Background: an optimization exercise with open tools, aiming at small area, a short achievable clock period and few clock cycles per item. Do not read the settings as production practice. The RTL was checked by simulation tests, not by an equivalence proof against the original design.

==> exp/harbor <==
==> flow/design.v (excerpt) <==
module edge_predict (
  input  wire        clk,
  input  wire        rst,       
  input  wire        start,     
  input  wire [63:0] t_a,       
  input  wire [63:0] t_b,       
  input  wire [63:0] w_a,       
  input  wire [63:0] w_b,       
  input  wire [63:0] x,         
  output reg         busy,
  output reg         done,      
  output wire [63:0] result     
);
==> flow/config.mk <==
export PLATFORM = sky130hd
export DESIGN_NAME = edge_predict
export DESIGN_NICKNAME = edge_predict
export VERILOG_FILES = /design/flow/design.v
export SDC_FILE = /design/flow/constraint.sdc
export NUM_CORES = 4
export LEC_CHECK = 0
export ABC_AREA = 1
export CAP_MARGIN = 20
export CORE_MARGIN = 2
export CORE_UTILIZATION = 40
export SLEW_MARGIN = 20
==> flow/constraint.sdc <==
create_clock -name core_clock -period 50.0 [get_ports {clk}]
set_input_delay 10.0000 -clock core_clock [delete_from_list [all_inputs] [get_ports {clk}]]
set_output_delay 10.0000 -clock core_clock [all_outputs]
set_load 0.01 [all_outputs]
standard.sh (not shown) runs the stock make flow with config.mk's settings and CLKGATE_MAP_FILE= SYNTH_SCRIPT=/design/flow/synth_recipe.tcl, a recipe that flattens the netlist after the stock synthesis.
==> flow/flow/run.sh <==
#!/bin/bash
set -euo pipefail
bash standard.sh SETUP_SLACK_MARGIN=38.5 \
  'BUFFER_PORTS_ARGS=-buffer_cell sky130_fd_sc_hd__buf_2' finish > standard_flow.log 2>&1
==> exp/sierra (differences from exp/harbor) <==
==> flow/design.v (replaced) <==
module edge_predict (
  input  wire        clk,
  input  wire        rst,       
  input  wire        start,     
  input  wire [63:0] t_a,       
  input  wire [63:0] t_b,       
  input  wire [63:0] w_a,       
  input  wire [63:0] w_b,       
  input  wire [63:0] x,         
  output reg         busy,
  output reg         done,      
  output wire [63:0] result     
);
  localparam KS  = 3;                        
  localparam KD  = 2 * KS;                   
  localparam KM  = 8;                        
  localparam NG  = 32 / KM;                  
  localparam WM  = 32;                       
  localparam W   = 51;                       
  localparam B   = 47;                       
  localparam WV  = W + B;                    
  localparam H   = 5;                        
  localparam WA  = 57 + H;                   
  localparam WE  = WV - WA - WM;             
  localparam WS  = WA + KM;                  
  localparam [2:0] S_IDLE = 3'd0, S_PREP = 3'd1, S_MUL = 3'd2, S_NORM = 3'd3,
                   S_DIV = 3'd4, S_FIN = 3'd5;
  reg  [2:0]    state;
  reg  [63:0]   T;         
  reg  [64:0]   A;         
  reg  [64:0]   QN;        
  reg  [W-1:0]  RC;        
  reg  [WV-1:0] V;         
  reg  [47:0]   D;         
  reg  [NG-1:0] TH;        
  reg  [6:0]    cnt;       
  reg           first;     
  assign result = T;
  wire prep = (state == S_PREP);
  wire mul  = (state == S_MUL);
  wire fin  = (state == S_FIN);
  wire [W-1:0] RS = V[WV-1:B];
  wire [W-1:0] rlow = {1'b0, RS[W-2:0]} + {1'b0, RC[W-2:0]};
  wire rneg = RS[W-1] ^ RC[W-1] ^ rlow[W-1];
  wire [WA-1:0] acc = V[WA-1+WM:WM];
  wire [WM-1:0] mq  = V[WM-1:0];
  wire [WS-1:0] Aw  = {{(WS-65){A[64]}}, A};
  reg  [WS-1:0] op_ [0:8];
  reg  [WS-1:0] l1 [0:5];
  reg  [WS-1:0] l2 [0:3];
  reg  [WS-1:0] l3 [0:2];
  reg  [WS-1:0] cs_s, cs_c;
  integer j;
  always @* begin
    op_[0] = fin ? {{(WS-65){1'b0}}, T, 1'b1} : {{(WS-WA){acc[WA-1]}}, acc};
    for (j = 0; j < KM; j = j + 1) begin
      if (j == 0)
        op_[1] = (prep | fin | mq[0]) ? Aw : {WS{1'b0}};
      else if (j == 1)
        op_[2] = fin ? {{(WS-65){1'b1}}, ~QN} : ((mul & mq[1]) ? (Aw << 1) : {WS{1'b0}});
      else
        op_[j+1] = (mul & mq[j]) ? (Aw << j) : {WS{1'b0}};
    end
    for (j = 0; j < 3; j = j + 1) begin
      l1[2*j]   = op_[3*j] ^ op_[3*j+1] ^ op_[3*j+2];
      l1[2*j+1] = ((op_[3*j] & op_[3*j+1]) | (op_[3*j] & op_[3*j+2]) | (op_[3*j+1] & op_[3*j+2])) << 1;
    end
    for (j = 0; j < 2; j = j + 1) begin
      l2[2*j]   = l1[3*j] ^ l1[3*j+1] ^ l1[3*j+2];
      l2[2*j+1] = ((l1[3*j] & l1[3*j+1]) | (l1[3*j] & l1[3*j+2]) | (l1[3*j+1] & l1[3*j+2])) << 1;
    end
    l3[0] = l2[0] ^ l2[1] ^ l2[2];
    l3[1] = ((l2[0] & l2[1]) | (l2[0] & l2[2]) | (l2[1] & l2[2])) << 1;
    l3[2] = l2[3];
    cs_s = l3[0] ^ l3[1] ^ l3[2];
    cs_c = ((l3[0] & l3[1]) | (l3[0] & l3[2]) | (l3[1] & l3[2])) << 1;
    cs_c[0] = prep | (fin & ~rneg);           
  end
  wire [WS-1:0] msum = cs_s + cs_c;
  wire [WM-1:0] m_next = {msum[KM-1:0], mq[WM-1:KM]};
  reg  [NG-1:0] grp_nz;
  integer g;
  always @* begin
    for (g = 0; g < NG; g = g + 1)
      grp_nz[g] = |m_next[g*KM +: KM];
  end
  wire mul_more = |(grp_nz & (TH >> 1));
  wire norm_shift = (D[47:42] == 6'd0) && (D[41:0] != 42'd0);
  wire [47:0] D_sh = norm_shift ? {D[41:0], 6'd0} : D;
  wire norm_more = (D_sh[47:42] == 6'd0) && (D_sh[41:0] != 42'd0);
  wire [W-1:0] D1  = {{(W-48){1'b0}}, D};
  wire [W-1:0] D2  = {{(W-49){1'b0}}, D, 1'b0};
  wire [2:0]   di  = D[46:44];
  reg signed [6:0] m_n1, m_0, m_1, m_2;
  always @* begin
    case (di)
      3'd0: begin m_n1 = -13; m_0 = -4; m_1 = 4; m_2 = 12; end
      3'd1: begin m_n1 = -15; m_0 = -5; m_1 = 5; m_2 = 14; end
      3'd2: begin m_n1 = -16; m_0 = -5; m_1 = 5; m_2 = 15; end
      3'd3: begin m_n1 = -17; m_0 = -5; m_1 = 6; m_2 = 17; end
      3'd4: begin m_n1 = -19; m_0 = -6; m_1 = 7; m_2 = 19; end
      3'd5: begin m_n1 = -20; m_0 = -6; m_1 = 7; m_2 = 20; end
      3'd6: begin m_n1 = -21; m_0 = -6; m_1 = 8; m_2 = 22; end
      default: begin m_n1 = -23; m_0 = -7; m_1 = 9; m_2 = 24; end
    endcase
  end
  reg  [W-1:0] rs, rc, ys, yc, op;
  reg  signed [6:0] est;
  reg          gp2, gp1, gn0, gn1;     
  reg  [KD-1:0] dp, dn;
  integer k;
  always @* begin
    rs = RS;
    rc = RC;
    for (k = 0; k < KS; k = k + 1) begin
      ys  = {rs[W-3:0], V[B-1-2*k], V[B-2-2*k]};
      yc  = {rc[W-3:0], 2'b00};
      est = ys[W-1:W-7] + yc[W-1:W-7];
      gp2 = (est >= m_2);
      gp1 = (est >= m_1);
      gn0 = (est <  m_0);
      gn1 = (est <  m_n1);
      op  = gp2 ? ~D2 : gp1 ? ~D1 : gn1 ? D2 : gn0 ? D1 : {W{1'b0}};
      rs  = ys ^ yc ^ op;
      rc  = {((ys & yc) | (ys & op) | (yc & op)), gp1};
      dp[KD-1-2*k -: 2] = {gp2, gp1 & ~gp2};
      dn[KD-1-2*k -: 2] = {gn1, gn0 & ~gn1};
    end
  end
  wire [31:0] dt  = T[31:0] - V[31:0];
  reg  w4, above;
  reg  [2:0] ngu;                            
  integer h;
  always @* begin
    w4 = 1'b0; above = 1'b0; ngu = 3'd1;
    for (h = NG - 1; h >= 0; h = h - 1) begin
      if (!above && (dt[h*KM +: KM] != {KM{1'b0}})) ngu = h + 1;
      if (!above && (dt[h*KM+4 +: 4] == 4'd0) && (dt[h*KM +: 4] != 4'd0)) w4 = 1'b1;
      above = above | (dt[h*KM +: KM] != {KM{1'b0}});
    end
  end
  wire [WM-1:0] dt_al = w4 ? {dt[27:0], 4'd0} : dt;
  wire [47:0] dwn = A[47:0] + D;             
  wire [47:0] dw  = ~dwn;
  reg  [5:0]  gtop;
  reg  [2:0]  f;
  reg         gabove;
  integer fi;
  always @* begin
    gtop = 6'd0; gabove = 1'b0;
    for (fi = 7; fi >= 0; fi = fi - 1) begin
      if (!gabove) gtop = gtop | dw[6*fi +: 6];
      gabove = gabove | (dw[6*fi +: 6] != 6'd0);
    end
    f = gtop[5] ? 3'd0 : gtop[4] ? 3'd1 : gtop[3] ? 3'd2 :
        gtop[2] ? 3'd3 : gtop[1] ? 3'd4 : 3'd5;
  end
  wire [47:0] dw_f = dw << f;
  wire [56:0] dx0 = msum[56:0];
  reg  [3:0]  zm;
  reg         zrun;
  integer zi;
  always @* begin
    zm = 4'd0; zrun = 1'b1;
    for (zi = 0; zi < 9; zi = zi + 1) begin
      zrun = zrun & (dx0[55-zi] == dx0[56]);
      if (zrun) zm = zi + 1;
    end
  end
  wire [4:0]  rv   = 5'd4 + {2'd0, f} + {1'b0, ngu, 1'b0} + {3'd0, w4, 1'b0};
  wire [2:0]  rr   = rv - ((rv >= 5'd18) ? 5'd18 : (rv >= 5'd12) ? 5'd12 : (rv >= 5'd6) ? 5'd6 : 5'd0);
  wire [4:0]  zc   = {1'b0, zm} + H;                           
  wire [4:0]  zd   = zc - {2'd0, rr};
  wire [4:0]  z    = {2'd0, rr} + ((zd >= 5'd12) ? 5'd12 : (zd >= 5'd6) ? 5'd6 : 5'd0);
  wire [WA-1:0] dxa = {{H{dx0[56]}}, dx0} << z;
  wire [6:0]  nd   = 7'd16 + {4'd0, f} + {1'b0, ngu, 3'd0} - {2'd0, z} - {4'd0, w4, 2'b00};
  always @(posedge clk) begin
    if (rst) begin
      state <= S_IDLE;
      busy  <= 1'b0;
      done  <= 1'b0;
    end else begin
      done <= 1'b0;
      case (state)
        S_IDLE: if (start) begin
          state <= S_PREP;
          busy  <= 1'b1;
        end
        S_PREP: state <= S_MUL;
        S_MUL:  if (!mul_more) state <= norm_more ? S_NORM : S_DIV;
        S_NORM: if (!norm_more) state <= S_DIV;
        S_DIV:  if (cnt == 7'd6) state <= S_FIN;
        S_FIN: begin
          state <= S_IDLE;
          busy  <= 1'b0;
          done  <= 1'b1;
        end
        default: state <= S_IDLE;
      endcase
    end
  end
  always @(posedge clk) begin
    first <= 1'b0;
    RC    <= {W{1'b0}};
    QN    <= {65{1'b0}};
    case (state)
      S_IDLE: begin              
        T <= t_a;
        A <= {8'd0, ~w_a[56:0]};
        V <= {{(WE+H){1'b0}}, x[56:0], t_b[31:0]};
        D <= w_b[47:0];
      end
      S_PREP: begin
        A   <= {{(65-WA){dxa[WA-1]}}, dxa};
        V   <= {{(WE+WA){1'b0}}, dt_al};
        D   <= dw_f;
        TH  <= {NG{1'b1}};
        cnt <= nd;
      end
      S_MUL: begin
        V   <= {{WE{msum[WS-1]}}, msum[WS-1:KM], m_next};
        TH  <= TH >> 1;
        D   <= D_sh;
        cnt <= norm_shift ? cnt + 7'd6 : cnt;
        first <= 1'b1;
      end
      S_NORM: begin
        D   <= D_sh;
        cnt <= norm_shift ? cnt + 7'd6 : cnt;
        first <= 1'b1;
      end
      S_DIV: begin
        V   <= {rs, V[B-1:0] << KD};
        RC  <= rc;
        A   <= first ? {{(65-KD){1'b0}}, dp} : {A[64-KD:0], dp};
        QN  <= {QN[64-KD:0], dn};
        cnt <= cnt - 7'd6;
      end
      S_FIN: T <= msum[64:1];
      default: ;
    endcase
  end
endmodule
==> flow/run.sh (new file) <==
#!/bin/bash
# synth_recipe.tcl (not shown) runs the flow's synth.tcl, then flattens the netlist and writes it again
# the make line also repeats each setting of config.mk as NAME=value (left out here)
make -C /OpenROAD-flow-scripts/flow DESIGN_CONFIG=/design/flow/config.mk WORK_HOME=/design/flow/orfs CLKGATE_MAP_FILE= SYNTH_SCRIPT=/design/flow/synth_recipe.tcl finish
- ABC_AREA: 1 -> not set
removed: flow/flow/run.sh
removed: flow/standard.sh
==> run summary <==
item	exp/sierra	exp/harbor
Result of the run	timing/DRC/antenna clean	timing/DRC/antenna clean
Overall Global Routing Usage	32.2%	35.1%
Worst Setup End Kind	flop	output port
Layout cell share with drive strength beyond 1	5.89%	10.5%
DIE AREA	150,000 um^2	164,000 um^2
Nets@finish	8,258	10.7k
Synthesized Nets	8,256	10.4k
Master of the slowest instance on the critical path	sky130_fd_sc_hd__a222oi_1	sky130_fd_sc_hd__edfxtp_1
Worst setup skew after layout	0.0244 ns	0.0826 ns
Hold path cells	1	2
Fraction of post-synthesis cell area in the top cell type by area	20.5%	21.2%
Total half-perimeter wirelength after legalization and detailed placement	192,000 um	230,000 um
Destination of the worst register-to-register timing path	cnt[6]$_DFFE_PP_	V[58]$_DFFE_PP_
Layout fillers	14.5k	16.5k
Count of unique library cells instantiated by Yosys	104	72
Met3 layer usage reported by global route	8.24%	8.57%
Average wire per cell in the routed design	27.5 um	25.8 um
Minimum setup slack among reg-to-reg paths	33.18 ns	38.79 ns
Avg Vias per Cell	6.10	5.72
Proportion of cell area occupied by registers	16.8%	15.1%
Tightest Pin Transition	1.27 ns	1.19 ns
Detailed-routed wire length on met2	108,000 um	128,000 um
Share of the yosys chip area belonging to registers	18.7%	17.1%
Total number of multi-input combinational cells	5,210	6,460
Testbench counts of exp/harbor, summed over its fixed seeds: cycles 5,527, items 512.
Testbench counts of exp/sierra, summed over its fixed seeds: cycles 6,165, items 512.

[static timing again, ports no longer ideal]
The results above use ideal ports. As a check the final layouts listed here were re-extracted and re-timed, cells and wires unchanged.
Step 1 sets driving cells, clkbuf_16 on the clock port and buf_2 on the other inputs (assumed; they add their load-dependent delay and slew).
Step 2 adds t to the input delays and takes it off the output delays; t is the mean of the earliest and latest rising clock arrival at the registers after step 1. Input paths then give back, and output paths get back, about the clock's delay inside the block.
a / b / c = no drivers / after step 1 / after step 2; a / b = the first two.
| run | t, ns | setup WS [ns] | worst hold slack (ns) |
|---|---|---|---|
| exp/harbor | 0.774 | 38.500 / 38.415 / 38.792 | 0.426 / 0.426 / 0.426 |
| exp/sierra | 0.750 | 33.176 / 33.176 / 33.176 | 0.476 / 0.476 / 0.476 |
After both steps setup and hold are still met in every run listed.
